Background: an optimization exercise with open tools, aiming at small area and a short achievable clock period. Do not read the settings as production practice.

==> v11 <==
Design lane_fma, start of the top module:
module lane_fma (
    input  wire        clk,
    input  wire        rst,
    input  wire        in_valid,
    input  wire [2:0]  in_op,
    input  wire [1:0]  in_mod,
    input  wire [31:0] in_a,
    input  wire [31:0] in_b,
    input  wire [31:0] in_c,
    output reg         out_valid,
    output reg  [31:0] out_res,
    output reg         out_clamp,
    output reg         out_bad
);
==> flow/config.mk <==
export PLATFORM = sky130hd
export DESIGN_NAME = lane_fma
export DESIGN_NICKNAME = lane_fma
export VERILOG_FILES = /design/flow/design.v
export SDC_FILE = /design/flow/constraint.sdc
export NUM_CORES = 4
export LEC_CHECK = 0
export CAP_MARGIN = 20
export CORE_MARGIN = 2
export CORE_UTILIZATION = 65
export CTS_BUF_LIST = sky130_fd_sc_hd__clkbuf_4 sky130_fd_sc_hd__clkbuf_8
export SLEW_MARGIN = 20
==> flow/constraint.sdc <==
create_clock -name core_clock -period 11.0 [get_ports {clk}]
set_input_delay 2.2000 -clock core_clock [delete_from_list [all_inputs] [get_ports {clk}]]
set_output_delay 2.2000 -clock core_clock [all_outputs]
set_load 0.01 [all_outputs]
standard.sh (not shown) runs the stock make flow with config.mk's settings and CLKGATE_MAP_FILE= SYNTH_SCRIPT=/design/flow/synth_recipe.tcl, a recipe that flattens the netlist after the stock synthesis.
==> flow/flow/run.sh <==
#!/bin/bash
# The standard layout (standard.sh, unchanged synthesis), with two
# settings outside config.mk's list: timing repair aims for 5 ns of setup
# slack, and the port buffers are buf_1 cells. make's full output goes to
# standard.log; each ORFS step logs under orfs/logs/.
export SETUP_SLACK_MARGIN=5
export BUFFER_PORTS_ARGS="-buffer_cell sky130_fd_sc_hd__buf_1"
bash standard.sh > standard.log 2>&1
==> inputs of v32, as changes to v11 <==
==> flow/run.sh (new file) <==
#!/bin/bash
# synth_recipe.tcl (not shown) runs the flow's synth.tcl, then flattens the netlist and writes it again
# the make line also repeats each setting of config.mk as NAME=value (left out here)
make -C /OpenROAD-flow-scripts/flow DESIGN_CONFIG=/design/flow/config.mk WORK_HOME=/design/flow/orfs CLKGATE_MAP_FILE= SYNTH_SCRIPT=/design/flow/synth_recipe.tcl finish
CORE_UTILIZATION = 40   (was 65)
CTS_BUF_LIST = default   (was sky130_fd_sc_hd__clkbuf_4 sky130_fd_sc_hd__clkbuf_8)
SETUP_SLACK_MARGIN = 5   (was default)
removed: flow/flow/run.sh
removed: flow/standard.sh
==> inputs of v33, as changes to v11 <==
==> flow/flow/run.sh (replaced) <==
#!/bin/bash
export SETUP_SLACK_MARGIN=6
bash standard.sh > standard.log 2>&1
CORE_UTILIZATION = 40   (was 65)
CTS_BUF_LIST = default   (was sky130_fd_sc_hd__clkbuf_4 sky130_fd_sc_hd__clkbuf_8)
==> impl_metrics.py <==
metrics = {
    "cts": {
        "post_cts_buffers": 1,
        "cts_buffers": 69,
    },
    "floorplanning": {
        "well_tap_count": 855,
        "die_h_um": 258,
        "start_util": 0.655,
    },
    "timing": {
        "tightest_slew_ns": 1.33,
    },
    "layout": {
        "final_cells": 5687,
    },
    "worst_setup_path": {
        "path_buf_inv": 5,
    },
    "route": {
        "drtIter0Drc": 4787,
        "wl_um": 151000,
    },
    "run_status": {
        "status": "timing/DRC/antenna clean",
    },
}
-- figures above: v11

==> impl_metrics.py <==
metrics = {
    "run_status": {
        "status": "timing/DRC/antenna clean",
    },
    "layout": {
        "final_cells": 6333,
    },
    "timing": {
        "tightest_slew_ns": 1.09,
    },
    "floorplanning": {
        "die_h_um": 328,
        "start_util": 0.405,
        "well_tap_count": 1380,
    },
    "worst_setup_path": {
        "path_buf_inv": 5,
    },
    "route": {
        "drtIter0Drc": 4628,
    },
    "cts": {
        "cts_buffers": 47,
        "post_cts_buffers": 72,
    },
}
-- figures above: v33

==> impl_metrics.py <==
metrics = {
    "floorplanning": {
        "die_h_um": 328,
        "well_tap_count": 1380,
        "start_util": 0.405,
    },
    "cts": {
        "cts_buffers": 47,
        "post_cts_buffers": 0,
    },
    "worst_setup_path": {
        "path_buf_inv": 4,
    },
    "route": {
        "drtIter0Drc": 3839,
    },
    "timing": {
        "tightest_slew_ns": 1.30,
    },
    "layout": {
        "final_cells": 6175,
    },
    "run_status": {
        "status": "timing/DRC/antenna clean",
    },
}
-- figures above: v32

Function was not checked in any run of this note: the RTL went through the layout flow alone.

==> static timing again, ports no longer ideal <==
The results above use ideal ports. As a check the final layouts listed here were re-extracted and re-timed, cells and wires unchanged. Step 1: set_driving_cell puts a clkbuf_16 on clk and a buf_2 on each other input, an assumption about the parent block. Step 2 times the ports against the registers' clock, not the clock port: input delays grow and output delays shrink by t, the midpoint of the rising clock arrivals with the driver on. Slacks: ideal ports / drivers / drivers and shift; pairs: ideal ports / drivers.
run | t, ns | slack for setup (ns) | worst setup path at the end | slew at the worst register clock pin (ns) | worst data-port slew with drivers (ns)
v11 | 0.753 | 5.124 / 5.124 / 5.124 | register to register | 0.07 / 0.07 | 0.04
v32 | 0.682 | 5.170 / 5.170 / 4.942 | input to register | 0.07 / 0.07 | 0.05
v33 | 0.698 | 5.887 / 5.887 / 5.524 | input to register | 0.07 / 0.07 | 0.05
After both steps setup and hold are still met in every run listed. The setup slack of v33, which loses most, moves by 0.000 ns with the drivers and by -0.363 ns with both steps.
